Context: an optimization exercise on an open-source flow, tuned for small area and a short achievable clock period. The choices shown serve that exercise and are no tape-out recipe.
Only simulation tests tie the RTL to the original design; equivalence was not proved.
In every run shown here, the design's own scripts or RTL, not TritonCTS, make the clock network.
The clock input has no modelled driver; a real chip could not lean on it and would need a root buffer or a full tree.

==> flow/design.v (outline; a module is shown in full before it is edited, if it fits) <==
// module chk_unit: 3108 lines
// module chk_a21o: 3 lines
// module chk_a222oi: 3 lines
// module chk_inv: 3 lines
// module chk_nand2: 3 lines
// module chk_nand3: 3 lines
// module chk_nor2: 3 lines
// module chk_oai21: 3 lines
// module chk_oai22: 3 lines
// module chk_xnor2: 3 lines
// module chk_xor2: 3 lines
module chk_unit (
    input  wire        clk,
    input  wire        rst,
    input  wire        in_valid,
    input  wire        in_first,
    input  wire        in_last,
    input  wire [2:0]  in_code,
    input  wire [63:0] in_data,
    input  wire [3:0]  in_nbytes,
    input  wire [2:0]  in_tail,
    output wire        out_valid,
    output wire [31:0] out_value
);
  // ...
==> flow/flow/run.sh <==
#!/bin/bash
# Standard synthesis and placement (port buffers of buf_1 cells), then
# flow/cts.tcl: a two-level clock tree, buf_2 output port buffers and
# dfxtp_2 for the flip-flops behind them; then the standard routing and finish.
set -euo pipefail
export BUFFER_PORTS_ARGS="-buffer_cell sky130_fd_sc_hd__buf_1"
bash standard.sh synth > synth.log 2>&1
bash standard.sh place > place.log 2>&1
RES=$PWD/orfs/results/sky130hd/chk_unit/base
RES=$RES CTS_CELL=sky130_fd_sc_hd__clkbuf_8 CTS_NBUF=4 CTS_SUB=2 CTS_SUB_CELL=sky130_fd_sc_hd__clkbuf_16 OUT_BUF_CELL=sky130_fd_sc_hd__buf_2 OUT_FF_CELL=sky130_fd_sc_hd__dfxtp_2 openroad -no_init -exit flow/cts.tcl > cts.log 2>&1
cp $RES/4_1_cts.odb $RES/4_cts.odb
bash standard.sh > layout.log 2>&1
==> flow/flow/cts.tcl <==
# Clock tree: the clock port drives a few clkbuf_16, each driving one cluster
# of flip-flops (k-means on their placed positions); then legalize.
set res $::env(RES)
set plat $::env(FLOW_HOME)/platforms/sky130hd
read_lef $plat/lef/sky130_fd_sc_hd.tlef
read_lef $plat/lef/sky130_fd_sc_hd_merged.lef
read_liberty $plat/lib/sky130_fd_sc_hd__tt_025C_1v80.lib
read_db $res/3_place.odb
read_sdc $res/3_place.sdc
source $plat/setRC.tcl
set nclu $::env(CTS_NBUF)
set block [ord::get_db_block]
set db [ord::get_db]
set clk [$block findNet clk]
set sinks {}
foreach it [$clk getITerms] { lappend sinks $it }
set n [llength $sinks]
puts "clock sinks: $n, clusters: $nclu"
# balanced k-means on points (xs, ys): returns list of cluster ids
proc kmeans {xs ys nclu} {
  set n [llength $xs]
  set order [lsort -real -indices $xs]
  set cx {}; set cy {}
  for {set k 0} {$k < $nclu} {incr k} {
    set i [lindex $order [expr {int(($k+0.5)*$n/$nclu)}]]
    lappend cx [lindex $xs $i]; lappend cy [lindex $ys $i]
  }
  set cap [expr {int(ceil(double($n)/$nclu))+2}]
  set asg [lrepeat $n 0]
  for {set iter 0} {$iter < 50} {incr iter} {
    set pairs {}
    for {set i 0} {$i < $n} {incr i} {
      for {set k 0} {$k < $nclu} {incr k} {
        set d [expr {abs([lindex $xs $i]-[lindex $cx $k]) + abs([lindex $ys $i]-[lindex $cy $k])}]
        lappend pairs [list $d $i $k]
      }
    }
    set pairs [lsort -real -index 0 $pairs]
    set asg [lrepeat $n -1]; set cnt [lrepeat $nclu 0]
    foreach p $pairs {
      lassign $p d i k
      if {[lindex $asg $i] >= 0} continue
      if {[lindex $cnt $k] >= $cap} continue
      lset asg $i $k; lset cnt $k [expr {[lindex $cnt $k]+1}]
    }
    set sx [lrepeat $nclu 0.0]; set sy [lrepeat $nclu 0.0]
    for {set i 0} {$i < $n} {incr i} {
      set k [lindex $asg $i]
      lset sx $k [expr {[lindex $sx $k]+[lindex $xs $i]}]
      lset sy $k [expr {[lindex $sy $k]+[lindex $ys $i]}]
    }
    for {set k 0} {$k < $nclu} {incr k} {
      if {[lindex $cnt $k] > 0} {
        lset cx $k [expr {[lindex $sx $k]/[lindex $cnt $k]}]
        lset cy $k [expr {[lindex $sy $k]/[lindex $cnt $k]}]
      }
    }
  }
  return [list $asg $cx $cy]
}
set xs {}; set ys {}
foreach it $sinks {
  set b [[$it getInst] getBBox]
  lappend xs [expr {([$b xMin]+[$b xMax])/2.0}]
  lappend ys [expr {([$b yMin]+[$b yMax])/2.0}]
}
lassign [kmeans $xs $ys $nclu] asg cx cy
set master [$db findMaster $::env(CTS_CELL)]
set w [$master getWidth]; set h [$master getHeight]
set nsub [expr {[info exists ::env(CTS_SUB)] ? $::env(CTS_SUB) : 1}]
proc mkbuf {name x y in {mname ""}} {
  global block master w h db
  set m $master
  if {$mname ne ""} { set m [$db findMaster $mname] }
  set w [$m getWidth]; set h [$m getHeight]
  set inst [odb::dbInst_create $block $m $name]
  $inst setLocation [expr {int($x - $w/2)}] [expr {int($y - $h/2)}]
  $inst setPlacementStatus PLACED
  set net [odb::dbNet_create $block "${name}_net"]
  $net setSigType CLOCK
  [$inst findITerm A] connect $in
  [$inst findITerm X] connect $net
  return $net
}
for {set k 0} {$k < $nclu} {incr k} {
  set idx {}
  for {set i 0} {$i < $n} {incr i} { if {[lindex $asg $i] == $k} { lappend idx $i } }
  if {$nsub <= 1} {
    set net [mkbuf "cts_buf_$k" [lindex $cx $k] [lindex $cy $k] $clk]
    foreach i $idx { set it [lindex $sinks $i]; $it disconnect; $it connect $net }
  } else {
    set sx {}; set sy {}
    foreach i $idx { lappend sx [lindex $xs $i]; lappend sy [lindex $ys $i] }
    lassign [kmeans $sx $sy $nsub] sasg scx scy
    # first-level buffer at the middle of its sub-cluster buffers
    set mx 0.0; set my 0.0
    for {set m 0} {$m < $nsub} {incr m} { set mx [expr {$mx+[lindex $scx $m]/$nsub}]; set my [expr {$my+[lindex $scy $m]/$nsub}] }
    set top [mkbuf "cts_buf_$k" $mx $my $clk]
    for {set m 0} {$m < $nsub} {incr m} {
      set net [mkbuf "cts_buf_${k}_$m" [lindex $scx $m] [lindex $scy $m] $top $::env(CTS_SUB_CELL)]
      for {set j 0} {$j < [llength $idx]} {incr j} {
        if {[lindex $sasg $j] == $m} { set it [lindex $sinks [lindex $idx $j]]; $it disconnect; $it connect $net }
      }
    }
  }
}
# optional: other cells for the output port buffers and for the flip-flops
# that drive them
foreach port [get_ports out_*] {
  set net [$block findNet [get_full_name $port]]
  foreach it [$net getITerms] {
    if {![$it isOutputSignal]} continue
    set buf [$it getInst]
    if {[info exists ::env(OUT_BUF_CELL)] && $::env(OUT_BUF_CELL) ne ""} {
      replace_cell [$buf getName] $::env(OUT_BUF_CELL)
    }
    set in [[$buf findITerm A] getNet]
    foreach it2 [$in getITerms] {
      if {![$it2 isOutputSignal]} continue
      set drv [$it2 getInst]
      if {[info exists ::env(OUT_FF_CELL)] && $::env(OUT_FF_CELL) ne ""
          && [string match "sky130_fd_sc_hd__dfxtp_*" [[$drv getMaster] getName]]} {
        replace_cell [$drv getName] $::env(OUT_FF_CELL)
      }
    }
  }
}
detailed_placement
check_placement -verbose
set_propagated_clock [all_clocks]
estimate_parasitics -placement
report_clock_skew
set mx 0
foreach p [all_registers -clock_pins] { set v [get_property $p slew_max]; if {$v > $mx} { set mx $v } }
puts "max clock pin slew (placement estimate): $mx"
report_check_types -max_slew -violators
report_checks -path_delay max -digits 3
write_db $res/4_1_cts.odb
write_sdc $res/4_cts.sdc
==> flow/standard.sh <==
#!/bin/bash
# synth_recipe.tcl (not shown) runs the flow's synth.tcl, then flattens the netlist and writes it again
# the make line also repeats each setting of config.mk as NAME=value (left out here)
make -C /OpenROAD-flow-scripts/flow DESIGN_CONFIG=/design/flow/config.mk WORK_HOME=/design/flow/orfs CLKGATE_MAP_FILE= SYNTH_SCRIPT=/design/flow/synth_recipe.tcl "${@:-finish}"
==> flow/config.mk <==
export PLATFORM = sky130hd
export DESIGN_NAME = chk_unit
export DESIGN_NICKNAME = chk_unit
export VERILOG_FILES = /design/flow/design.v
export SDC_FILE = /design/flow/constraint.sdc
export NUM_CORES = 8
export LEC_CHECK = 0
export CAP_MARGIN = 20
export CORE_MARGIN = 4
export CORE_UTILIZATION = 45
export GPL_TIMING_DRIVEN = 0
export SLEW_MARGIN = 20
export SYNTH_HIERARCHICAL = 1
==> flow/constraint.sdc <==
create_clock -name core_clock -period 40.0 [get_ports {clk}]
set_input_delay 8.0000 -clock core_clock [delete_from_list [all_inputs] [get_ports {clk}]]
set_output_delay 8.0000 -clock core_clock [all_outputs]
set_load 0.01 [all_outputs]
==> out/metrics.csv, run 1 <==
metric;value;unit
route.met3.wl;9.52;mm
reg2reg_depth;26;
placed_cell_area;15600;um^2
crit_path_end_kind;flop;
synth.most_common_cell;xor2_1;
multi_input_area_share;71.8;%
die_area;34100;um^2
rsz0062_at_grt;false;
synth_edf_count;5;
status;no timing/DRC/antenna violations;
setup_tns;0;ps
design.seq.count;126;
tightest_slew;1230;ps
routed.top_layer;met5;
synth_area;14100;um^2
ys_seq_area_share;18.3;%
ant_nets;0;
via_per_inst;6.43;
fin_crit_sh;23.1;%
n_antenna_cell;1;
cp.arrival;9410;ps
initial_utilization;45.7;%
ys.flop_type;dfxtp_1;
worst_path_most_repeated_cell;xor2_1;
area_growth;13.4;%
==> run 2, diff against run 1 <==
--- a/flow/design.v
+++ b/flow/design.v
@@ -20,9 +20,22 @@
     reg        refl_q, refln_q;  
     reg [2:0]  pn_r;            
-    reg [2:0]  nbm_r, tm_r;     
+    reg [3:1]  g1n_r;           
+    reg [3:0]  g2n;
+    reg [7:1]  hn_r;            
     reg [4:0]  pg_r;            
     wire       take_in = in_valid & in_first & ~rst;
     wire       refl_in = (in_code == 3'd2) | (in_code == 3'd3) | (in_code == 3'd5);
     wire [5:0] p_in = in_last ? {3'd0 - in_nbytes[2:0], 3'd0 - in_tail} : 6'd0;
+    wire       lastv_in = in_valid & in_last & ~rst;
+    wire [3:0] g1_in, g2_in;
+    wire [7:0] hn_in;
+    genvar gb;
+    generate for (gb = 0; gb < 4; gb = gb + 1) begin : g_mask
+        assign g1_in[gb] = lastv_in & (in_nbytes[2:0] != 3'd0) & (in_nbytes[2:0] <= gb);
+        assign g2_in[gb] = lastv_in & (in_nbytes[2:0] == gb + 1);
+    end endgenerate
+    generate for (gb = 0; gb < 8; gb = gb + 1) begin : g_hn
+        assign hn_in[gb] = (in_tail == 3'd0) | (in_tail > gb);
+    end endgenerate
     wire [4:0] pg_in;
     assign pg_in[0] = take_in & ((in_code == 3'd5));
@@ -38,6 +51,7 @@
         last_r <= in_valid & ~rst & in_last;
         p_r  <= p_in;
-        nbm_r <= in_nbytes[2:0];
-        tm_r  <= in_tail;
+        g1n_r <= ~g1_in[3:1];
+        g2n   <= ~g2_in;
+        hn_r  <= hn_in[7:1];
         pn_r <= ~p_in[2:0];
         pg_r <= pg_in;
@@ -54,15 +68,7 @@
     wire nl   = nl_r;
     wire last = last_r;
-    wire [3:0] g1, g1n, g2n;
-    wire [7:0] hn;
-    genvar gb;
-    generate for (gb = 0; gb < 4; gb = gb + 1) begin : g_mask
-        assign g1[gb]  = last_r & (nbm_r != 3'd0) & (nbm_r <= gb);
-        assign g1n[gb] = ~g1[gb];
-        assign g2n[gb] = ~(last_r & (nbm_r == gb + 1));
-    end endgenerate
-    generate for (gb = 0; gb < 8; gb = gb + 1) begin : g_hn
-        assign hn[gb] = (tm_r == 3'd0) | (tm_r > gb);
-    end endgenerate
+    wire [3:0] g1n = {g1n_r, 1'b1};    
+    wire [7:0] hn  = {hn_r, 1'b1};     
+    wire [3:0] g1  = ~g1n;
     wire c0  = (code_q == 3'd0);
     wire c1  = (code_q == 3'd1);
@@ -1813,13 +1819,13 @@
     chk_xor2 u_n865 (.a(n863), .b(n864), .y(n865));
     wire n866;
-    chk_xor2 u_n866 (.a(n192), .b(n620), .y(n866));
+    chk_xor2 u_n866 (.a(n192), .b(n728), .y(n866));
     wire n867;
-    chk_xor2 u_n867 (.a(n728), .b(n672), .y(n867));
+    chk_xor2 u_n867 (.a(n620), .b(n625), .y(n867));
     wire n868;
-    chk_xor2 u_n868 (.a(n844), .b(n625), .y(n868));
+    chk_xor2 u_n868 (.a(n844), .b(n672), .y(n868));
     wire n869;
-    chk_xor2 u_n869 (.a(n866), .b(n853), .y(n869));
+    chk_xor2 u_n869 (.a(n866), .b(n736), .y(n869));
     wire n870;
-    chk_xor2 u_n870 (.a(n736), .b(n867), .y(n870));
+    chk_xor2 u_n870 (.a(n853), .b(n867), .y(n870));
     wire n871;
     chk_xor2 u_n871 (.a(n868), .b(n776), .y(n871));
@@ -1831,11 +1837,11 @@
     chk_xor2 u_n874 (.a(n522), .b(n528), .y(n874));
     wire n875;
-    chk_xor2 u_n875 (.a(n605), .b(n849), .y(n875));
+    chk_xor2 u_n875 (.a(n849), .b(n605), .y(n875));
     wire n876;
     chk_xor2 u_n876 (.a(n874), .b(n725), .y(n876));
     wire n877;
-    chk_xor2 u_n877 (.a(n875), .b(n655), .y(n877));
+    chk_xor2 u_n877 (.a(n875), .b(n774), .y(n877));
     wire n878;
-    chk_xor2 u_n878 (.a(n774), .b(n876), .y(n878));
+    chk_xor2 u_n878 (.a(n655), .b(n876), .y(n878));
     wire n879;
     chk_xor2 u_n879 (.a(n757), .b(n819), .y(n879));
@@ -1845,11 +1851,11 @@
     chk_xor2 u_n881 (.a(n879), .b(n880), .y(n881));
     wire n882;
-    chk_xor2 u_n882 (.a(n697), .b(n837), .y(n882));
+    chk_xor2 u_n882 (.a(n697), .b(n760), .y(n882));
     wire n883;
-    chk_xor2 u_n883 (.a(n760), .b(n778), .y(n883));
+    chk_xor2 u_n883 (.a(n837), .b(n845), .y(n883));
     wire n884;
-    chk_xor2 u_n884 (.a(n845), .b(n882), .y(n884));
+    chk_xor2 u_n884 (.a(n778), .b(n882), .y(n884));
     wire n885;
-    chk_xor2 u_n885 (.a(n803), .b(n819), .y(n885));
+    chk_xor2 u_n885 (.a(n819), .b(n803), .y(n885));
     wire n886;
     chk_xor2 u_n886 (.a(n883), .b(n884), .y(n886));
@@ -1857,7 +1863,7 @@
     chk_xor2 u_n887 (.a(n885), .b(n886), .y(n887));
     wire n888;
-    chk_xor2 u_n888 (.a(n629), .b(n633), .y(n888));
+    chk_xor2 u_n888 (.a(n629), .b(n723), .y(n888));
     wire n889;
-    chk_xor2 u_n889 (.a(n847), .b(n723), .y(n889));
+    chk_xor2 u_n889 (.a(n633), .b(n847), .y(n889));
     wire n890;
     chk_xor2 u_n890 (.a(n829), .b(n888), .y(n890));
@@ -1873,7 +1879,7 @@
     chk_xor2 u_n895 (.a(n894), .b(n739), .y(n895));
     wire n896;
-    chk_xor2 u_n896 (.a(n712), .b(n834), .y(n896));
+    chk_xor2 u_n896 (.a(n712), .b(n858), .y(n896));
     wire n897;
-    chk_xor2 u_n897 (.a(n858), .b(n772), .y(n897));
+    chk_xor2 u_n897 (.a(n834), .b(n772), .y(n897));
     wire n898;
     chk_xor2 u_n898 (.a(n895), .b(n896), .y(n898));
@@ -1889,7 +1895,7 @@
     chk_xor2 u_n903 (.a(n858), .b(n902), .y(n903));
     wire n904;
-    chk_xor2 u_n904 (.a(n758), .b(n683), .y(n904));
+    chk_xor2 u_n904 (.a(n851), .b(n758), .y(n904));
     wire n905;
-    chk_xor2 u_n905 (.a(n851), .b(n903), .y(n905));
+    chk_xor2 u_n905 (.a(n683), .b(n903), .y(n905));
     wire n906;
     chk_xor2 u_n906 (.a(n904), .b(n905), .y(n906));
@@ -1897,7 +1903,7 @@
     chk_xor2 u_n907 (.a(n228), .b(n426), .y(n907));
     wire n908;
-    chk_xor2 u_n908 (.a(n743), .b(n684), .y(n908));
+    chk_xor2 u_n908 (.a(n743), .b(n626), .y(n908));
     wire n909;
-    chk_xor2 u_n909 (.a(n626), .b(n907), .y(n909));
+    chk_xor2 u_n909 (.a(n684), .b(n907), .y(n909));
     wire n910;
     chk_xor2 u_n910 (.a(n639), .b(n908), .y(n910));
@@ -1913,11 +1919,11 @@
     chk_xor2 u_n915 (.a(n913), .b(n914), .y(n915));
     wire n916;
-    chk_xor2 u_n916 (.a(n813), .b(n669), .y(n916));
+    chk_xor2 u_n916 (.a(n813), .b(n709), .y(n916));
     wire n917;
-    chk_xor2 u_n917 (.a(n663), .b(n639), .y(n917));
+    chk_xor2 u_n917 (.a(n663), .b(n794), .y(n917));
     wire n918;
-    chk_xor2 u_n918 (.a(n676), .b(n818), .y(n918));
+    chk_xor2 u_n918 (.a(n639), .b(n669), .y(n918));
     wire n919;
-    chk_xor2 u_n919 (.a(n794), .b(n709), .y(n919));
+    chk_xor2 u_n919 (.a(n676), .b(n818), .y(n919));
     wire n920;
     chk_xor2 u_n920 (.a(n689), .b(n916), .y(n920));
@@ -1931,7 +1937,7 @@
     chk_xor2 u_n924 (.a(n658), .b(n703), .y(n924));
     wire n925;
-    chk_xor2 u_n925 (.a(n783), .b(n831), .y(n925));
+    chk_xor2 u_n925 (.a(n748), .b(n831), .y(n925));
     wire n926;
-    chk_xor2 u_n926 (.a(n748), .b(n924), .y(n926));
+    chk_xor2 u_n926 (.a(n783), .b(n924), .y(n926));
     wire n927;
     chk_xor2 u_n927 (.a(n753), .b(n925), .y(n927));
@@ -1947,7 +1953,7 @@
     chk_xor2 u_n932 (.a(n931), .b(n680), .y(n932));
     wire n933;
-    chk_xor2 u_n933 (.a(n788), .b(n714), .y(n933));
+    chk_xor2 u_n933 (.a(n736), .b(n788), .y(n933));
     wire n934;
-    chk_xor2 u_n934 (.a(n736), .b(n756), .y(n934));
+    chk_xor2 u_n934 (.a(n714), .b(n756), .y(n934));
     wire n935;
     chk_xor2 u_n935 (.a(n932), .b(n933), .y(n935));
@@ -1963,7 +1969,7 @@
     chk_xor2 u_n940 (.a(n938), .b(n760), .y(n940));
     wire n941;
-    chk_xor2 u_n941 (.a(n939), .b(n739), .y(n941));
+    chk_xor2 u_n941 (.a(n939), .b(n729), .y(n941));
     wire n942;
-    chk_xor2 u_n942 (.a(n848), .b(n729), .y(n942));
+    chk_xor2 u_n942 (.a(n739), .b(n848), .y(n942));
     wire n943;
     chk_xor2 u_n943 (.a(n940), .b(n941), .y(n943));
@@ -1977,5 +1983,5 @@
     chk_xor2 u_n947 (.a(n564), .b(n570), .y(n947));
     wire n948;
-    chk_xor2 u_n948 (.a(n613), .b(n610), .y(n948));
+    chk_xor2 u_n948 (.a(n610), .b(n613), .y(n948));
     wire n949;
     chk_xor2 u_n949 (.a(n946), .b(n947), .y(n949));
@@ -2005,15 +2011,15 @@
     chk_xor2 u_n961 (.a(n306), .b(n432), .y(n961));
     wire n962;
-    chk_xor2 u_n962 (.a(n558), .b(n622), .y(n962));
+    chk_xor2 u_n962 (.a(n558), .b(n741), .y(n962));
     wire n963;
-    chk_xor2 u_n963 (.a(n617), .b(n741), .y(n963));
+    chk_xor2 u_n963 (.a(n622), .b(n617), .y(n963));
     wire n964;
-    chk_xor2 u_n964 (.a(n961), .b(n695), .y(n964));
+    chk_xor2 u_n964 (.a(n961), .b(n677), .y(n964));
     wire n965;
-    chk_xor2 u_n965 (.a(n677), .b(n962), .y(n965));
+    chk_xor2 u_n965 (.a(n695), .b(n962), .y(n965));
     wire n966;
-    chk_xor2 u_n966 (.a(n963), .b(n796), .y(n966));
+    chk_xor2 u_n966 (.a(n963), .b(n737), .y(n966));
     wire n967;
-    chk_xor2 u_n967 (.a(n737), .b(n964), .y(n967));
+    chk_xor2 u_n967 (.a(n796), .b(n964), .y(n967));
     wire n968;
     chk_xor2 u_n968 (.a(n965), .b(n801), .y(n968));
@@ -2055,9 +2061,9 @@
     chk_xnor2 u_n986 (.a(n984), .b(n985), .y(n986));
     wire n987;
-    chk_xor2 u_n987 (.a(n678), .b(n841), .y(n987));
+    chk_xor2 u_n987 (.a(n841), .b(n678), .y(n987));
     wire n988;
-    chk_xor2 u_n988 (.a(n746), .b(n842), .y(n988));
+    chk_xor2 u_n988 (.a(n639), .b(n642), .y(n988));
     wire n989;
-    chk_xor2 u_n989 (.a(n639), .b(n642), .y(n989));
+    chk_xor2 u_n989 (.a(n842), .b(n746), .y(n989));
     wire n990;
     chk_xor2 u_n990 (.a(n855), .b(n987), .y(n990));
@@ -2075,9 +2081,9 @@
     chk_xor2 u_n996 (.a(n610), .b(n994), .y(n996));
     wire n997;
-    chk_xor2 u_n997 (.a(n995), .b(n663), .y(n997));
+    chk_xor2 u_n997 (.a(n995), .b(n702), .y(n997));
     wire n998;
-    chk_xor2 u_n998 (.a(n854), .b(n702), .y(n998));
+    chk_xor2 u_n998 (.a(n854), .b(n833), .y(n998));
     wire n999;
-    chk_xor2 u_n999 (.a(n833), .b(n996), .y(n999));
+    chk_xor2 u_n999 (.a(n663), .b(n996), .y(n999));
     wire n1000;
     chk_xor2 u_n1000 (.a(n836), .b(n997), .y(n1000));
@@ -2099,13 +2105,13 @@
     chk_xor2 u_n1008 (.a(n1006), .b(n1007), .y(n1008));
     wire n1009;
-    chk_xor2 u_n1009 (.a(n793), .b(n812), .y(n1009));
+    chk_xor2 u_n1009 (.a(n812), .b(n793), .y(n1009));
     wire n1010;
     chk_xnor2 u_n1010 (.a(n1008), .b(n1009), .y(n1010));
     wire n1011;
-    chk_xor2 u_n1011 (.a(n658), .b(n745), .y(n1011));
+    chk_xor2 u_n1011 (.a(n658), .b(n621), .y(n1011));
     wire n1012;
-    chk_xor2 u_n1012 (.a(n749), .b(n621), .y(n1012));
+    chk_xor2 u_n1012 (.a(n668), .b(n745), .y(n1012));
     wire n1013;
-    chk_xor2 u_n1013 (.a(n668), .b(n642), .y(n1013));
+    chk_xor2 u_n1013 (.a(n749), .b(n642), .y(n1013));
     wire n1014;
     chk_xor2 u_n1014 (.a(n1011), .b(n1012), .y(n1014));
@@ -2123,7 +2129,7 @@
     chk_xor2 u_n1020 (.a(n1018), .b(n643), .y(n1020));
     wire n1021;
-    chk_xor2 u_n1021 (.a(n1019), .b(n701), .y(n1021));
+    chk_xor2 u_n1021 (.a(n1019), .b(n753), .y(n1021));
     wire n1022;
-    chk_xor2 u_n1022 (.a(n753), .b(n713), .y(n1022));
+    chk_xor2 u_n1022 (.a(n713), .b(n701), .y(n1022));
     wire n1023;
     chk_xor2 u_n1023 (.a(n1020), .b(n758), .y(n1023));
@@ -2135,7 +2141,7 @@
     chk_xor2 u_n1026 (.a(n396), .b(n670), .y(n1026));
     wire n1027;
-    chk_xor2 u_n1027 (.a(n768), .b(n855), .y(n1027));
+    chk_xor2 u_n1027 (.a(n659), .b(n768), .y(n1027));
     wire n1028;
-    chk_xor2 u_n1028 (.a(n659), .b(n645), .y(n1028));
+    chk_xor2 u_n1028 (.a(n645), .b(n855), .y(n1028));
     wire n1029;
     chk_xor2 u_n1029 (.a(n770), .b(n1026), .y(n1029));
@@ -2151,7 +2157,7 @@
     chk_xor2 u_n1034 (.a(n558), .b(n775), .y(n1034));
     wire n1035;
-    chk_xor2 u_n1035 (.a(n1033), .b(n639), .y(n1035));
+    chk_xor2 u_n1035 (.a(n1033), .b(n727), .y(n1035));
     wire n1036;
-    chk_xor2 u_n1036 (.a(n727), .b(n1034), .y(n1036));
+    chk_xor2 u_n1036 (.a(n639), .b(n1034), .y(n1036));
     wire n1037;
     chk_xor2 u_n1037 (.a(n848), .b(n1035), .y(n1037));
@@ -2171,7 +2177,7 @@
     chk_xor2 u_n1044 (.a(n1042), .b(n1043), .y(n1044));
     wire n1045;
-    chk_xor2 u_n1045 (.a(n806), .b(n773), .y(n1045));
+    chk_xor2 u_n1045 (.a(n674), .b(n806), .y(n1045));
     wire n1046;
-    chk_xor2 u_n1046 (.a(n674), .b(n1044), .y(n1046));
+    chk_xor2 u_n1046 (.a(n773), .b(n1044), .y(n1046));
     wire n1047;
     chk_xor2 u_n1047 (.a(n756), .b(n1045), .y(n1047));
@@ -2181,11 +2187,11 @@
     chk_xor2 u_n1049 (.a(n210), .b(n570), .y(n1049));
     wire n1050;
-    chk_xor2 u_n1050 (.a(n623), .b(n602), .y(n1050));
+    chk_xor2 u_n1050 (.a(n602), .b(n698), .y(n1050));
     wire n1051;
-    chk_xor2 u_n1051 (.a(n813), .b(n627), .y(n1051));
+    chk_xor2 u_n1051 (.a(n627), .b(n813), .y(n1051));
     wire n1052;
-    chk_xor2 u_n1052 (.a(n698), .b(n1049), .y(n1052));
+    chk_xor2 u_n1052 (.a(n623), .b(n1049), .y(n1052));
     wire n1053;
-    chk_xor2 u_n1053 (.a(n826), .b(n766), .y(n1053));
+    chk_xor2 u_n1053 (.a(n766), .b(n826), .y(n1053));
     wire n1054;
     chk_xor2 u_n1054 (.a(n1050), .b(n1051), .y(n1054));
@@ -2203,7 +2209,7 @@
     chk_xor2 u_n1060 (.a(n420), .b(n692), .y(n1060));
     wire n1061;
-    chk_xor2 u_n1061 (.a(n1059), .b(n642), .y(n1061));
+    chk_xor2 u_n1061 (.a(n1059), .b(n650), .y(n1061));
     wire n1062;
-    chk_xor2 u_n1062 (.a(n650), .b(n1060), .y(n1062));
+    chk_xor2 u_n1062 (.a(n642), .b(n1060), .y(n1062));
     wire n1063;
     chk_xor2 u_n1063 (.a(n706), .b(n846), .y(n1063));
@@ -2225,7 +2231,7 @@
     chk_xor2 u_n1071 (.a(n1069), .b(n784), .y(n1071));
     wire n1072;
-    chk_xor2 u_n1072 (.a(n1070), .b(n790), .y(n1072));
+    chk_xor2 u_n1072 (.a(n1070), .b(n787), .y(n1072));
     wire n1073;
-    chk_xor2 u_n1073 (.a(n787), .b(n1071), .y(n1073));
+    chk_xor2 u_n1073 (.a(n790), .b(n1071), .y(n1073));
     wire n1074;
     chk_xor2 u_n1074 (.a(n1072), .b(n1073), .y(n1074));
@@ -2237,5 +2243,5 @@
     chk_xor2 u_n1077 (.a(n1075), .b(n1076), .y(n1077));
     wire n1078;
-    chk_xor2 u_n1078 (.a(n665), .b(n795), .y(n1078));
+    chk_xor2 u_n1078 (.a(n795), .b(n665), .y(n1078));
     wire n1079;
     chk_xor2 u_n1079 (.a(n1077), .b(n812), .y(n1079));
@@ -2245,11 +2251,11 @@
     chk_xnor2 u_n1081 (.a(n1079), .b(n1080), .y(n1081));
     wire n1082;
-    chk_xor2 u_n1082 (.a(n426), .b(n808), .y(n1082));
+    chk_xor2 u_n1082 (.a(n426), .b(n747), .y(n1082));
     wire n1083;
-    chk_xor2 u_n1083 (.a(n747), .b(n1082), .y(n1083));
+    chk_xor2 u_n1083 (.a(n808), .b(n1082), .y(n1083));
     wire n1084;
-    chk_xor2 u_n1084 (.a(n689), .b(n661), .y(n1084));
+    chk_xor2 u_n1084 (.a(n807), .b(n661), .y(n1084));
     wire n1085;
-    chk_xor2 u_n1085 (.a(n807), .b(n1083), .y(n1085));
+    chk_xor2 u_n1085 (.a(n689), .b(n1083), .y(n1085));
     wire n1086;
     chk_xor2 u_n1086 (.a(n838), .b(n1084), .y(n1086));
@@ -2259,15 +2265,15 @@
     chk_xor2 u_n1088 (.a(n396), .b(n516), .y(n1088));
     wire n1089;
-    chk_xor2 u_n1089 (.a(n743), .b(n711), .y(n1089));
+    chk_xor2 u_n1089 (.a(n606), .b(n711), .y(n1089));
     wire n1090;
-    chk_xor2 u_n1090 (.a(n606), .b(n1088), .y(n1090));
+    chk_xor2 u_n1090 (.a(n743), .b(n1088), .y(n1090));
     wire n1091;
-    chk_xor2 u_n1091 (.a(n826), .b(n783), .y(n1091));
+    chk_xor2 u_n1091 (.a(n638), .b(n826), .y(n1091));
     wire n1092;
-    chk_xor2 u_n1092 (.a(n638), .b(n1089), .y(n1092));
+    chk_xor2 u_n1092 (.a(n783), .b(n1089), .y(n1092));
     wire n1093;
-    chk_xor2 u_n1093 (.a(n1090), .b(n710), .y(n1093));
+    chk_xor2 u_n1093 (.a(n1090), .b(n665), .y(n1093));
     wire n1094;
-    chk_xor2 u_n1094 (.a(n665), .b(n1091), .y(n1094));
+    chk_xor2 u_n1094 (.a(n710), .b(n1091), .y(n1094));
     wire n1095;
     chk_xor2 u_n1095 (.a(n1092), .b(n1093), .y(n1095));
@@ -2275,11 +2281,11 @@
     chk_xnor2 u_n1096 (.a(n1094), .b(n1095), .y(n1096));
     wire n1097;
-    chk_xor2 u_n1097 (.a(n192), .b(n742), .y(n1097));
+    chk_xor2 u_n1097 (.a(n192), .b(n614), .y(n1097));
     wire n1098;
-    chk_xor2 u_n1098 (.a(n614), .b(n768), .y(n1098));
+    chk_xor2 u_n1098 (.a(n742), .b(n768), .y(n1098));
     wire n1099;
     chk_xor2 u_n1099 (.a(n1097), .b(n1098), .y(n1099));
     wire n1100;
-    chk_xor2 u_n1100 (.a(n843), .b(n801), .y(n1100));
+    chk_xor2 u_n1100 (.a(n801), .b(n843), .y(n1100));
     wire n1101;
     chk_xor2 u_n1101 (.a(n1099), .b(n1100), .y(n1101));
@@ -2289,7 +2295,7 @@
     chk_xor2 u_n1103 (.a(n366), .b(n396), .y(n1103));
     wire n1104;
-    chk_xor2 u_n1104 (.a(n653), .b(n742), .y(n1104));
+    chk_xor2 u_n1104 (.a(n630), .b(n653), .y(n1104));
     wire n1105;
-    chk_xor2 u_n1105 (.a(n630), .b(n1102), .y(n1105));
+    chk_xor2 u_n1105 (.a(n742), .b(n1102), .y(n1105));
     wire n1106;
     chk_xor2 u_n1106 (.a(n1103), .b(n1104), .y(n1106));
@@ -2301,9 +2307,9 @@
     chk_xnor2 u_n1109 (.a(n1107), .b(n1108), .y(n1109));
     wire n1110;
-    chk_xor2 u_n1110 (.a(n360), .b(n850), .y(n1110));
+    chk_xor2 u_n1110 (.a(n360), .b(n748), .y(n1110));
     wire n1111;
-    chk_xor2 u_n1111 (.a(n748), .b(n677), .y(n1111));
+    chk_xor2 u_n1111 (.a(n850), .b(n636), .y(n1111));
     wire n1112;
-    chk_xor2 u_n1112 (.a(n636), .b(n1110), .y(n1112));
+    chk_xor2 u_n1112 (.a(n677), .b(n1110), .y(n1112));
     wire n1113;
     chk_xor2 u_n1113 (.a(n1111), .b(n771), .y(n1113));
@@ -2327,7 +2333,7 @@
     chk_xor2 u_n1122 (.a(n820), .b(n666), .y(n1122));
     wire n1123;
-    chk_xor2 u_n1123 (.a(n1121), .b(n702), .y(n1123));
+    chk_xor2 u_n1123 (.a(n1121), .b(n649), .y(n1123));
     wire n1124;
-    chk_xor2 u_n1124 (.a(n649), .b(n1122), .y(n1124));
+    chk_xor2 u_n1124 (.a(n702), .b(n1122), .y(n1124));
     wire n1125;
     chk_xor2 u_n1125 (.a(n814), .b(n1123), .y(n1125));
@@ -2341,5 +2347,5 @@
     chk_xor2 u_n1129 (.a(n646), .b(n1128), .y(n1129));
     wire n1130;
-    chk_xor2 u_n1130 (.a(n767), .b(n830), .y(n1130));
+    chk_xor2 u_n1130 (.a(n830), .b(n767), .y(n1130));
     wire n1131;
     chk_xor2 u_n1131 (.a(n713), .b(n821), .y(n1131));
@@ -2353,7 +2359,7 @@
     chk_xor2 u_n1135 (.a(n852), .b(n651), .y(n1135));
     wire n1136;
-    chk_xor2 u_n1136 (.a(n645), .b(n717), .y(n1136));
+    chk_xor2 u_n1136 (.a(n645), .b(n693), .y(n1136));
     wire n1137;
-    chk_xor2 u_n1137 (.a(n693), .b(n1135), .y(n1137));
+    chk_xor2 u_n1137 (.a(n717), .b(n1135), .y(n1137));
     wire n1138;
     chk_xor2 u_n1138 (.a(n779), .b(n1136), .y(n1138));
@@ -2363,11 +2369,11 @@
     chk_xor2 u_n1140 (.a(n1138), .b(n1139), .y(n1140));
     wire n1141;
-    chk_xor2 u_n1141 (.a(n614), .b(n672), .y(n1141));
+    chk_xor2 u_n1141 (.a(n614), .b(n763), .y(n1141));
     wire n1142;
-    chk_xor2 u_n1142 (.a(n638), .b(n763), .y(n1142));
+    chk_xor2 u_n1142 (.a(n638), .b(n672), .y(n1142));
     wire n1143;
-    chk_xor2 u_n1143 (.a(n654), .b(n859), .y(n1143));
+    chk_xor2 u_n1143 (.a(n654), .b(n846), .y(n1143));
     wire n1144;
-    chk_xor2 u_n1144 (.a(n846), .b(n1141), .y(n1144));
+    chk_xor2 u_n1144 (.a(n859), .b(n1141), .y(n1144));
     wire n1145;
     chk_xor2 u_n1145 (.a(n1142), .b(n771), .y(n1145));
@@ -2377,9 +2383,9 @@
     chk_xor2 u_n1147 (.a(n1145), .b(n1146), .y(n1147));
     wire n1148;
-    chk_xor2 u_n1148 (.a(n696), .b(n806), .y(n1148));
+    chk_xor2 u_n1148 (.a(n696), .b(n784), .y(n1148));
     wire n1149;
-    chk_xor2 u_n1149 (.a(n722), .b(n693), .y(n1149));
+    chk_xor2 u_n1149 (.a(n693), .b(n722), .y(n1149));
     wire n1150;
-    chk_xor2 u_n1150 (.a(n784), .b(n825), .y(n1150));
+    chk_xor2 u_n1150 (.a(n806), .b(n825), .y(n1150));
     wire n1151;
     chk_xor2 u_n1151 (.a(n1148), .b(n1149), .y(n1151));
@@ -2401,9 +2407,9 @@
     chk_xor2 u_n1159 (.a(n258), .b(n300), .y(n1159));
     wire n1160;
-    chk_xor2 u_n1160 (.a(n462), .b(n623), .y(n1160));
+    chk_xor2 u_n1160 (.a(n462), .b(n849), .y(n1160));
     wire n1161;
-    chk_xor2 u_n1161 (.a(n656), .b(n609), .y(n1161));
+    chk_xor2 u_n1161 (.a(n609), .b(n623), .y(n1161));
     wire n1162;
-    chk_xor2 u_n1162 (.a(n849), .b(n1159), .y(n1162));
+    chk_xor2 u_n1162 (.a(n656), .b(n1159), .y(n1162));
     wire n1163;
     chk_xor2 u_n1163 (.a(n651), .b(n702), .y(n1163));
@@ -2427,7 +2433,7 @@
     chk_xor2 u_n1172 (.a(n619), .b(n1170), .y(n1172));
     wire n1173;
-    chk_xor2 u_n1173 (.a(n1171), .b(n842), .y(n1173));
+    chk_xor2 u_n1173 (.a(n1171), .b(n748), .y(n1173));
     wire n1174;
-    chk_xor2 u_n1174 (.a(n818), .b(n748), .y(n1174));
+    chk_xor2 u_n1174 (.a(n842), .b(n818), .y(n1174));
     wire n1175;
     chk_xor2 u_n1175 (.a(n1172), .b(n845), .y(n1175));
@@ -2445,9 +2451,9 @@
     chk_xor2 u_n1181 (.a(n438), .b(n570), .y(n1181));
     wire n1182;
-    chk_xor2 u_n1182 (.a(n749), .b(n605), .y(n1182));
+    chk_xor2 u_n1182 (.a(n605), .b(n749), .y(n1182));
     wire n1183;
     chk_xor2 u_n1183 (.a(n1180), .b(n1181), .y(n1183));
     wire n1184;
-    chk_xor2 u_n1184 (.a(n676), .b(n671), .y(n1184));
+    chk_xor2 u_n1184 (.a(n671), .b(n676), .y(n1184));
     wire n1185;
     chk_xor2 u_n1185 (.a(n1182), .b(n1183), .y(n1185));
@@ -2483,5 +2489,5 @@
     chk_xor2 u_n1200 (.a(n1198), .b(n1199), .y(n1200));
     wire n1201;
-    chk_xor2 u_n1201 (.a(n822), .b(n841), .y(n1201));
+    chk_xor2 u_n1201 (.a(n841), .b(n822), .y(n1201));
     wire n1202;
     chk_xor2 u_n1202 (.a(n685), .b(n1201), .y(n1202));
@@ -2501,7 +2507,7 @@
     chk_xor2 u_n1209 (.a(n1207), .b(n724), .y(n1209));
     wire n1210;
-    chk_xor2 u_n1210 (.a(n693), .b(n788), .y(n1210));
+    chk_xor2 u_n1210 (.a(n788), .b(n721), .y(n1210));
     wire n1211;
-    chk_xor2 u_n1211 (.a(n721), .b(n1208), .y(n1211));
+    chk_xor2 u_n1211 (.a(n693), .b(n1208), .y(n1211));
     wire n1212;
     chk_xor2 u_n1212 (.a(n1209), .b(n1210), .y(n1212));
@@ -2509,9 +2515,9 @@
     chk_xnor2 u_n1213 (.a(n1211), .b(n1212), .y(n1213));
     wire n1214;
-    chk_xor2 u_n1214 (.a(n857), .b(n831), .y(n1214));
+    chk_xor2 u_n1214 (.a(n831), .b(n857), .y(n1214));
     wire n1215;
-    chk_xor2 u_n1215 (.a(n655), .b(n829), .y(n1215));
+    chk_xor2 u_n1215 (.a(n829), .b(n721), .y(n1215));
     wire n1216;
-    chk_xor2 u_n1216 (.a(n721), .b(n1214), .y(n1216));
+    chk_xor2 u_n1216 (.a(n655), .b(n1214), .y(n1216));
     wire n1217;
     chk_xor2 u_n1217 (.a(n789), .b(n1215), .y(n1217));
@@ -2523,5 +2529,5 @@
     chk_xor2 u_n1220 (.a(n282), .b(n522), .y(n1220));
     wire n1221;
-    chk_xor2 u_n1221 (.a(n615), .b(n628), .y(n1221));
+    chk_xor2 u_n1221 (.a(n628), .b(n615), .y(n1221));
     wire n1222;
     chk_xor2 u_n1222 (.a(n1220), .b(n691), .y(n1222));
@@ -2531,5 +2537,5 @@
     chk_xor2 u_n1224 (.a(n1222), .b(n1223), .y(n1224));
     wire n1225;
-    chk_xor2 u_n1225 (.a(n828), .b(n740), .y(n1225));
+    chk_xor2 u_n1225 (.a(n740), .b(n828), .y(n1225));
     wire n1226;
     chk_xor2 u_n1226 (.a(n1224), .b(n799), .y(n1226));
@@ -2537,7 +2543,7 @@
     chk_xnor2 u_n1227 (.a(n1225), .b(n1226), .y(n1227));
     wire n1228;
-    chk_xor2 u_n1228 (.a(n366), .b(n611), .y(n1228));
+    chk_xor2 u_n1228 (.a(n366), .b(n692), .y(n1228));
     wire n1229;
-    chk_xor2 u_n1229 (.a(n692), .b(n716), .y(n1229));
+    chk_xor2 u_n1229 (.a(n611), .b(n716), .y(n1229));
     wire n1230;
     chk_xor2 u_n1230 (.a(n1228), .b(n774), .y(n1230));
@@ -2545,5 +2551,5 @@
     chk_xor2 u_n1231 (.a(n773), .b(n1229), .y(n1231));
     wire n1232;
-    chk_xor2 u_n1232 (.a(n707), .b(n840), .y(n1232));
+    chk_xor2 u_n1232 (.a(n840), .b(n707), .y(n1232));
     wire n1233;
     chk_xor2 u_n1233 (.a(n1230), .b(n1231), .y(n1233));
@@ -2553,9 +2559,9 @@
     chk_xor2 u_n1235 (.a(n270), .b(n276), .y(n1235));
     wire n1236;
-    chk_xor2 u_n1236 (.a(n816), .b(n618), .y(n1236));
+    chk_xor2 u_n1236 (.a(n618), .b(n816), .y(n1236));
     wire n1237;
     chk_xor2 u_n1237 (.a(n1235), .b(n1236), .y(n1237));
     wire n1238;
-    chk_xor2 u_n1238 (.a(n744), .b(n807), .y(n1238));
+    chk_xor2 u_n1238 (.a(n807), .b(n744), .y(n1238));
     wire n1239;
     chk_xor2 u_n1239 (.a(n1237), .b(n803), .y(n1239));
@@ -2567,7 +2573,7 @@
     chk_xor2 u_n1242 (.a(n300), .b(n348), .y(n1242));
     wire n1243;
-    chk_xor2 u_n1243 (.a(n504), .b(n816), .y(n1243));
+    chk_xor2 u_n1243 (.a(n504), .b(n604), .y(n1243));
     wire n1244;
-    chk_xor2 u_n1244 (.a(n604), .b(n1242), .y(n1244));
+    chk_xor2 u_n1244 (.a(n816), .b(n1242), .y(n1244));
     wire n1245;
     chk_xor2 u_n1245 (.a(n798), .b(n1243), .y(n1245));
@@ -2583,9 +2589,9 @@
     chk_xor2 u_n1250 (.a(n258), .b(n628), .y(n1250));
     wire n1251;
-    chk_xor2 u_n1251 (.a(n639), .b(n677), .y(n1251));
+    chk_xor2 u_n1251 (.a(n766), .b(n641), .y(n1251));
     wire n1252;
-    chk_xor2 u_n1252 (.a(n634), .b(n641), .y(n1252));
+    chk_xor2 u_n1252 (.a(n677), .b(n634), .y(n1252));
     wire n1253;
-    chk_xor2 u_n1253 (.a(n766), .b(n1250), .y(n1253));
+    chk_xor2 u_n1253 (.a(n639), .b(n1250), .y(n1253));
     wire n1254;
     chk_xor2 u_n1254 (.a(n693), .b(n1251), .y(n1254));
@@ -2599,17 +2605,17 @@
     chk_xor2 u_n1258 (.a(n288), .b(n408), .y(n1258));
     wire n1259;
-    chk_xor2 u_n1259 (.a(n775), .b(n856), .y(n1259));
+    chk_xor2 u_n1259 (.a(n628), .b(n775), .y(n1259));
     wire n1260;
-    chk_xor2 u_n1260 (.a(n623), .b(n628), .y(n1260));
+    chk_xor2 u_n1260 (.a(n822), .b(n623), .y(n1260));
     wire n1261;
-    chk_xor2 u_n1261 (.a(n822), .b(n1258), .y(n1261));
+    chk_xor2 u_n1261 (.a(n856), .b(n1258), .y(n1261));
     wire n1262;
-    chk_xor2 u_n1262 (.a(n638), .b(n646), .y(n1262));
+    chk_xor2 u_n1262 (.a(n646), .b(n638), .y(n1262));
     wire n1263;
     chk_xor2 u_n1263 (.a(n1259), .b(n1260), .y(n1263));
     wire n1264;
-    chk_xor2 u_n1264 (.a(n1261), .b(n724), .y(n1264));
+    chk_xor2 u_n1264 (.a(n1261), .b(n839), .y(n1264));
     wire n1265;
-    chk_xor2 u_n1265 (.a(n839), .b(n1262), .y(n1265));
+    chk_xor2 u_n1265 (.a(n724), .b(n1262), .y(n1265));
     wire n1266;
     chk_xor2 u_n1266 (.a(n1263), .b(n1264), .y(n1266));
@@ -2623,7 +2629,7 @@
     chk_xor2 u_n1270 (.a(n1268), .b(n800), .y(n1270));
     wire n1271;
-    chk_xor2 u_n1271 (.a(n1269), .b(n832), .y(n1271));
+    chk_xor2 u_n1271 (.a(n1269), .b(n710), .y(n1271));
     wire n1272;
-    chk_xor2 u_n1272 (.a(n710), .b(n1270), .y(n1272));
+    chk_xor2 u_n1272 (.a(n832), .b(n1270), .y(n1272));
     wire n1273;
     chk_xor2 u_n1273 (.a(n757), .b(n733), .y(n1273));
@@ -2635,11 +2641,11 @@
     chk_xor2 u_n1276 (.a(n324), .b(n366), .y(n1276));
     wire n1277;
-    chk_xor2 u_n1277 (.a(n408), .b(n621), .y(n1277));
+    chk_xor2 u_n1277 (.a(n408), .b(n675), .y(n1277));
     wire n1278;
-    chk_xor2 u_n1278 (.a(n675), .b(n1276), .y(n1278));
+    chk_xor2 u_n1278 (.a(n621), .b(n1276), .y(n1278));
     wire n1279;
-    chk_xor2 u_n1279 (.a(n837), .b(n763), .y(n1279));
+    chk_xor2 u_n1279 (.a(n632), .b(n763), .y(n1279));
     wire n1280;
-    chk_xor2 u_n1280 (.a(n632), .b(n1277), .y(n1280));
+    chk_xor2 u_n1280 (.a(n837), .b(n1277), .y(n1280));
     wire n1281;
     chk_xor2 u_n1281 (.a(n1278), .b(n734), .y(n1281));
@@ -2653,13 +2659,13 @@
     chk_xnor2 u_n1285 (.a(n1283), .b(n1284), .y(n1285));
     wire n1286;
-    chk_xor2 u_n1286 (.a(n621), .b(n653), .y(n1286));
+    chk_xor2 u_n1286 (.a(n621), .b(n618), .y(n1286));
     wire n1287;
-    chk_xor2 u_n1287 (.a(n610), .b(n618), .y(n1287));
+    chk_xor2 u_n1287 (.a(n627), .b(n653), .y(n1287));
     wire n1288;
-    chk_xor2 u_n1288 (.a(n627), .b(n1286), .y(n1288));
+    chk_xor2 u_n1288 (.a(n610), .b(n1286), .y(n1288));
     wire n1289;
-    chk_xor2 u_n1289 (.a(n1287), .b(n724), .y(n1289));
+    chk_xor2 u_n1289 (.a(n1287), .b(n715), .y(n1289));
     wire n1290;
-    chk_xor2 u_n1290 (.a(n715), .b(n1288), .y(n1290));
+    chk_xor2 u_n1290 (.a(n724), .b(n1288), .y(n1290));
     wire n1291;
     chk_xor2 u_n1291 (.a(n809), .b(n683), .y(n1291));
@@ -2669,7 +2675,7 @@
     chk_xor2 u_n1293 (.a(n1291), .b(n1292), .y(n1293));
     wire n1294;
-    chk_xor2 u_n1294 (.a(n444), .b(n749), .y(n1294));
+    chk_xor2 u_n1294 (.a(n444), .b(n730), .y(n1294));
     wire n1295;
-    chk_xor2 u_n1295 (.a(n730), .b(n648), .y(n1295));
+    chk_xor2 u_n1295 (.a(n749), .b(n648), .y(n1295));
     wire n1296;
     chk_xor2 u_n1296 (.a(n777), .b(n798), .y(n1296));
@@ -2677,7 +2683,7 @@
     chk_xor2 u_n1297 (.a(n1294), .b(n1295), .y(n1297));
     wire n1298;
-    chk_xor2 u_n1298 (.a(n731), .b(n780), .y(n1298));
+    chk_xor2 u_n1298 (.a(n657), .b(n780), .y(n1298));
     wire n1299;
-    chk_xor2 u_n1299 (.a(n853), .b(n657), .y(n1299));
+    chk_xor2 u_n1299 (.a(n853), .b(n731), .y(n1299));
     wire n1300;
     chk_xor2 u_n1300 (.a(n1296), .b(n1297), .y(n1300));
@@ -2689,9 +2695,9 @@
     chk_xor2 u_n1303 (.a(n300), .b(n820), .y(n1303));
     wire n1304;
-    chk_xor2 u_n1304 (.a(n847), .b(n732), .y(n1304));
+    chk_xor2 u_n1304 (.a(n732), .b(n645), .y(n1304));
     wire n1305;
-    chk_xor2 u_n1305 (.a(n645), .b(n1303), .y(n1305));
+    chk_xor2 u_n1305 (.a(n847), .b(n1303), .y(n1305));
     wire n1306;
-    chk_xor2 u_n1306 (.a(n839), .b(n836), .y(n1306));
+    chk_xor2 u_n1306 (.a(n836), .b(n839), .y(n1306));
     wire n1307;
     chk_xor2 u_n1307 (.a(n735), .b(n1304), .y(n1307));
--- a/flow/config.mk
+++ b/flow/config.mk
@@ -8,5 +8,5 @@
 export CAP_MARGIN = 20
 export CORE_MARGIN = 4
-export CORE_UTILIZATION = 45
+export CORE_UTILIZATION = 60
 export GPL_TIMING_DRIVEN = 0
 export SLEW_MARGIN = 20
==> run 2 against run 1 <==
- first-iteration DRC count is 54% higher
- largest cell class unchanged
- highest routed layer unchanged
- routed wire length is 5.7% lower
- synthesized area is 1.9% higher
==> out/metrics.csv, run 2 <==
metric;value;unit;change
dp_slack;30640;ps;was 31,200 ps
dr_total_vias;15300;;was 14.6k
worst_path_most_repeated_cell;ha_1;;was xor2_1
critPathTopFamily;adder cells;;was XOR/XNOR gates
drc;0;;unchanged
synth_common_cells;xor2_1, o22ai_1, dfxtp_1, nand2_1, xnor2_1;;unchanged
firstDrtPassIters;8;;was 9
antenna_found_initial;3;;unchanged
track_usage;45.6;%;was 37.4%
drt-met1-wl;23.2;mm;was 27.7 mm
fp.dieH;163;um;was 185 um
synth_area_leaders;xor2_1, dfxtp_1, o22ai_1;;was xor2_1, o22ai_1, dfxtp_1
synth_cell_types;31;;was 32
min_to;ov_q;;was s_q[26]
max-cap-violations;0;;unchanged
fillCellCount;1960;;was 3,039
yosysWarnings;7;;unchanged
tightest_slew;1240;ps;was 1230 ps
route.met3.wl;9.57;mm;was 9.52 mm
grt_max_degree;66;;was 65
finalSetupViolCount;0;;unchanged
die_w;163;um;was 185 um
final_common_cell;xor2_1;;unchanged
die_area;26400;um^2;was 34,100 um^2
synth_edf_count;5;;unchanged
hold_violations;0;;unchanged
drv_slew;0;;unchanged
crit_path_end_kind;flop;;unchanged
core;23500;um^2;was 30,700 um^2
core.rowCount;56;;was 64
setup_ws;30870;ps;was 30,760 ps
ios;112;;unchanged
setup_tns;0;ps;unchanged
place_inst;2189;;was 2,251
initial_utilization;61.1;%;was 45.7%
r2r-end;s_q[3];;was s_q[2]
synthCells;1732;;was 1,717
min_from;last_r;;was s_q[26]
wirelength;63.4;mm;was 67.2 mm
max_stage_delay;260;ps;was 850 ps
crit_type;in -> reg;;was reg -> reg
synth.most_common_cell;xor2_1;;unchanged
grt_pass1_vias;14100;;was 13.7k
maxSlewHeadroom;17.0;%;was 17.9%
crit_required;40150;ps;was 40,170 ps
path_clk_slew;80;ps;was 70 ps
ys_ff_latch;134;;was 126
hpwl;50.5;mm;was 54.9 mm
met2_length;25.3;mm;was 27.3 mm
hp-class;reg -> reg;;unchanged
ys.flop_type;dfxtp_1;;unchanged
rrSetupSlack;31380;ps;was 30,760 ps
dr.first_iter.drc_count;3270;;was 2,126
drive_gt1_share;7.60;%;was 8.36%
cp_slowest_cell;nor4_4;;was xor2_1
routabilityCongestion;1.15;;was 1.10
grt_pass1_wl;90.3;mm;was 93.2 mm
synth_top_area_share;42.3;%;was 43.2%
rsz0062_at_grt;false;;unchanged
cp-start-kind;primary input;;was flop
cp.depth;6;;was 26
ys_seq_area_share;19.1;%;was 18.3%
cp.arrival;9280;ps;was 9410 ps
cp_num_buf_inv;2;;unchanged
largest-register;d_r;;unchanged
critPathMaxFanout;5;;was 6
grt-ovfl-total;0;;unchanged
fmax;110;MHz;was 108 MHz
largest_register_ffs;64;;unchanged
ant_nets;0;;unchanged
min_path_cells;1;;was 3
finalNonFillerCells;2202;;was 2,264
crit-reg2reg-launch;fn_r;;was tm_r[2]
yosysTopAreaCell;xor2_1;;unchanged
final_cell_mix;xor2_1, o22ai_1, nand2_1;;unchanged
via_per_inst;6.95;;was 6.43
area_growth;11.8;%;was 13.4%
layout.nets;1974;;was 1,951
port_buffers;110;;unchanged
fin_worst_skew;21.7;ps;was 27.0 ps
routed.top_layer;met5;;unchanged
reg_top3;d_r (64), s_q (32), hn_r (7);;was d_r (64), s_q (32), p_r (6)
clk_latency;290;ps;about the same
path_cells;buf_1 -> inv_1 -> ha_1 -> ha_1 -> nor4_4 -> o21ai_1;;
status;no timing/DRC/antenna violations;;unchanged
wl_per_cell;28.8;um;was 29.7 um
fin_crit_sh;22.8;%;was 23.1%
avgSynthCellArea;8.28;um^2;was 8.19 um^2
async_flop_share;0;%;unchanged
synth_area;14300;um^2;was 14,100 um^2
reg2reg_depth;21;;was 26
fin_crit;9130;ps;was 9240 ps
## run 2: cells by family (layout without fill, tap and decap cells)
group	Yosys count	in the layout	share of synthesized area [%]
AOI/OAI and AO/OA	558	558	25.3
xor gates and xnor gates	773	773	47.2
adders and majority gates	11	11	0.960
buffers and inverters	68	212	1.78
DFF	134	134	19.1
other	1	8	0.0262
and+or+nand+nor	187	187	5.67
## run 2: cell type report
class / instances / area [um^2] / area share [%]
Antenna cell: 1 / 2.50 / 0.0156
Buffer: 12 / 255 / 1.59
Sequential cell: 134 / 2790 / 17.4
Tap cell: 319 / 399 / 2.49
Timing Repair Buffer: 132 / 816 / 5.09
Inverter: 68 / 255 / 1.59
Multi-Input combinational cell: 1536 / 11500 / 71.8
## run 2: routing by layer
metal	GRT usage [%]	vias up
met5	0	-
met4	26.3	8
met3	15.7	355
met2	66.7	1356
li1	-	6633
met1	58.3	6953
## run 2: through the flow
step | instance area [um^2] | util, % | hold WS (ps)
2_1_floorplan | 14400 | - | 470
3_3_place_gp | 15200 | 64.6 | 605
3_5_place_dp | 15700 | 66.8 | 622
5_1_grt | 16000 | 68.3 | 703
6_report | 16000 | 68.3 | 642
## run 2: modules after synthesis (local to each module, per instance)
module,flip-flops and latches,cells
chk_inv,0,1
chk_nor2,0,1
chk_nand2,0,1
chk_oai21,0,1
chk_oai22,0,1
chk_nand3,0,1
chk_a21o,0,1
chk_unit,134,239
chk_xnor2,0,1
chk_xor2,0,1
chk_a222oi,0,1
## run 2: how the worst max path moves through the flow
stage,end,startpoint
finish,g1n_r[2],in_nbytes[0]
global route,g1n_r[2],in_nbytes[0]
global placement,s_q[4],p_r[3]
detailed placement,g1n_r[2],in_nbytes[0]
floorplan,g1n_r[3],in_nbytes[0]
==> run 3, diff against run 2 <==
--- a/flow/config.mk
+++ b/flow/config.mk
@@ -8,5 +8,5 @@
 export CAP_MARGIN = 20
 export CORE_MARGIN = 4
-export CORE_UTILIZATION = 60
+export CORE_UTILIZATION = 50
 export GPL_TIMING_DRIVEN = 0
 export SLEW_MARGIN = 20
==> run 3 against run 2 <==
- clock skew decreased by 0.68 ps
- first-iteration DRC count decreased by 17%
- via count increased by 0.74%
- register-to-register slack improved by 80 ps
- core utilization decreased by 10 points
- flip-flop and latch count unchanged
- still clean
- routed wire length increased by 9.9%
- fmax decreased by 0.13%
- cell count increased by 2.9%
==> out/metrics.csv, run 3 <==
metric;value;unit;change
drv_slew;0;;unchanged
finalSetupViolCount;0;;unchanged
path_cells;buf_1 -> inv_1 -> ha_1 -> ha_1 -> nor4_4 -> o21ai_1;;unchanged
largest-register;d_r;;unchanged
grt-ovfl-total;0;;unchanged
setup_ws;30860;ps;was 30,870 ps
async_flop_share;0;%;unchanged
maxSlewHeadroom;17.2;%;was 17.0%
path_clk_slew;80;ps;about the same
die_w;177;um;was 163 um
fp.dieH;177;um;was 163 um
synth_top_area_share;42.3;%;unchanged
wl_per_cell;30.7;um;was 28.8 um
via_per_inst;6.81;;was 6.95
hp-class;reg -> reg;;unchanged
crit_path_end_kind;flop;;unchanged
fmax;109;MHz;was 110 MHz
drc;0;;unchanged
layout.nets;1979;;was 1,974
dr_total_vias;15400;;was 15.3k
ys_seq_area_share;19.1;%;unchanged
clk_latency;290;ps;about the same
reg_top3;d_r (64), s_q (32), hn_r (7);;unchanged
fin_crit_sh;22.9;%;was 22.8%
grt_pass1_wl;97.3;mm;was 90.3 mm
drive_gt1_share;8.74;%;was 7.60%
setup_tns;0;ps;unchanged
synth.most_common_cell;xor2_1;;unchanged
fin_worst_skew;21.0;ps;was 21.7 ps
initial_utilization;51.2;%;was 61.1%
max-cap-violations;0;;unchanged
fin_crit;9140;ps;was 9130 ps
firstDrtPassIters;10;;was 8
routabilityCongestion;1.12;;was 1.15
max_stage_delay;280;ps;was 260 ps
crit_type;in -> reg;;unchanged
grt_pass1_vias;14300;;was 14.1k
largest_register_ffs;64;;unchanged
synthCells;1732;;unchanged
wirelength;69.6;mm;was 63.4 mm
ios;112;;unchanged
hold_violations;0;;unchanged
core.rowCount;61;;was 56
cp_slowest_cell;buf_1;;was nor4_4
yosysTopAreaCell;xor2_1;;unchanged
synth_common_cells;xor2_1, o22ai_1, dfxtp_1, nand2_1, xnor2_1;;unchanged
status;no timing/DRC/antenna violations;;unchanged
ys_ff_latch;134;;unchanged
synth_area_leaders;xor2_1, dfxtp_1, o22ai_1;;unchanged
dr.first_iter.drc_count;2712;;was 3,270
antenna_found_initial;1;;was 3
synth_edf_count;5;;unchanged
synth_area;14300;um^2;unchanged
hpwl;55.8;mm;was 50.5 mm
final_common_cell;xor2_1;;unchanged
rrSetupSlack;31460;ps;was 31,380 ps
area_growth;13.4;%;was 11.8%
ys.flop_type;dfxtp_1;;unchanged
rsz0062_at_grt;false;;unchanged
synth_cell_types;31;;unchanged
critPathMaxFanout;5;;unchanged
port_buffers;110;;unchanged
grt_max_degree;66;;unchanged
worst_path_most_repeated_cell;ha_1;;unchanged
utilization;58.0;%;was 68.3%
cp-start-kind;primary input;;unchanged
n_antenna_cell;0;;was 1
yosysWarnings;7;;unchanged
ant_nets;0;;unchanged
tightest_slew;1240;ps;about the same
dp_slack;30650;ps;was 30,640 ps
final_cell_mix;xor2_1, o22ai_1, nand2_1;;unchanged
track_usage;42.2;%;was 45.6%
core;28000;um^2;was 23,500 um^2
avgSynthCellArea;8.28;um^2;unchanged
crit_required;40160;ps;was 40,150 ps
cp.arrival;9300;ps;was 9280 ps
die_area;31400;um^2;was 26,400 um^2
## run 3: cell counts after synthesis
Identical to the previous run, type by type.
## run 3: critical path: cells and delay by family
kind            cells  cell delay, ps
compound gates      1             130
fa+ha+maj           2             480
buf+inv             2             430
simple gates        1             250
## run 3: routing by layer
metal | share of wire, % | vias up | wire (um) | global-route usage [%]
met5 | 0.016 | - | 11 | 0
met4 | 5.2 | 2 | 3620 | 14.5
met3 | 14 | 258 | 10000 | 12.9
met2 | 42 | 1231 | 29100 | 64.9
met1 | 39 | 7318 | 26900 | 56.3
li1 | - | 6609 | - | -
## run 3: per-stage QoR
stage	instances	hold slack [ps]	area [um^2]
6_report	2265	595	16300
5_1_grt	2265	604	16300
3_3_place_gp	2226	568	15200
3_5_place_dp	2253	574	15900
2_1_floorplan	1738	470	14400
## run 3: final timing paths
path                                   start        to  cells after the start
worst max-delay path            in_nbytes[0]  g1n_r[2]                      6
worst min register to register        last_r      ov_q                      1
worst min-delay path                  last_r      ov_q                      1
worst max register to register        refl_q    s_q[0]                     22
## run 3: Yosys stat by module, one instance, submodules excluded
module | cells | cell area (um^2) | copies in the design | flops+latches
chk_unit | 239 | 3360 | 1 | 134
chk_a222oi | 1 | 10.0 | 48 | 0
chk_xnor2 | 1 | 8.76 | 81 | 0
chk_xor2 | 1 | 8.76 | 691 | 0
chk_a21o | 1 | 7.51 | 32 | 0
chk_oai22 | 1 | 6.26 | 393 | 0
chk_nand3 | 1 | 5.00 | 13 | 0
chk_oai21 | 1 | 5.00 | 70 | 0
chk_inv | 1 | 3.75 | 32 | 0
chk_nand2 | 1 | 3.75 | 81 | 0
chk_nor2 | 1 | 3.75 | 52 | 0
## run 3: kinds of logic after synthesis
family                   Yosys count  synth area share (%)
flip-flops                       134                  19.1
adder cells (fa/ha/maj)           11                 0.960
buffers and inverters             68                  1.78
AND/OR/NAND/NOR                  187                  5.67
other                              1                0.0262
AO/OA/AOI/OAI                    558                  25.3
XOR/XNOR                         773                  47.2
## run 3: layout make-up
type / count / area, um^2
Fill cell: 2581 / 11800
Multi-Input combinational cell: 1536 / 11600
Sequential cell: 134 / 2790
Timing Repair Buffer: 137 / 882
Tap cell: 378 / 473
Inverter: 68 / 256
Buffer: 12 / 255

==> separate check: timing with driven ports <==
How much do the figures lean on ideal ports? The routed layouts below were timed once more, with nothing changed but the port constraints. Step 1 sets driving cells, clkbuf_16 on the clock port and buf_2 on the other inputs (assumed; they add their load-dependent delay and slew). Step 2, shift: input delay + t, output delay - t, t = (earliest + latest rising clock arrival at the registers) / 2. This alone moves slack from input paths to output paths. Three values: ideal ports, drivers, drivers and shift; two values: the first two.
run | t, ns | setup slack, ns | latest minus earliest clock arrival (ns)
run 1 | 0.370 | 30.756 / 30.756 / 30.756 | 0.027 / 0.027
run 2 | 0.396 | 30.872 / 30.964 / 30.569 | 0.022 / 0.021
run 3 | 0.387 | 30.860 / 30.942 / 30.555 | 0.021 / 0.021
After both steps setup and hold are still met in every run listed. For run 3, which loses most, drivers alone change the setup slack by +0.082 ns; drivers and shift together by -0.305 ns.
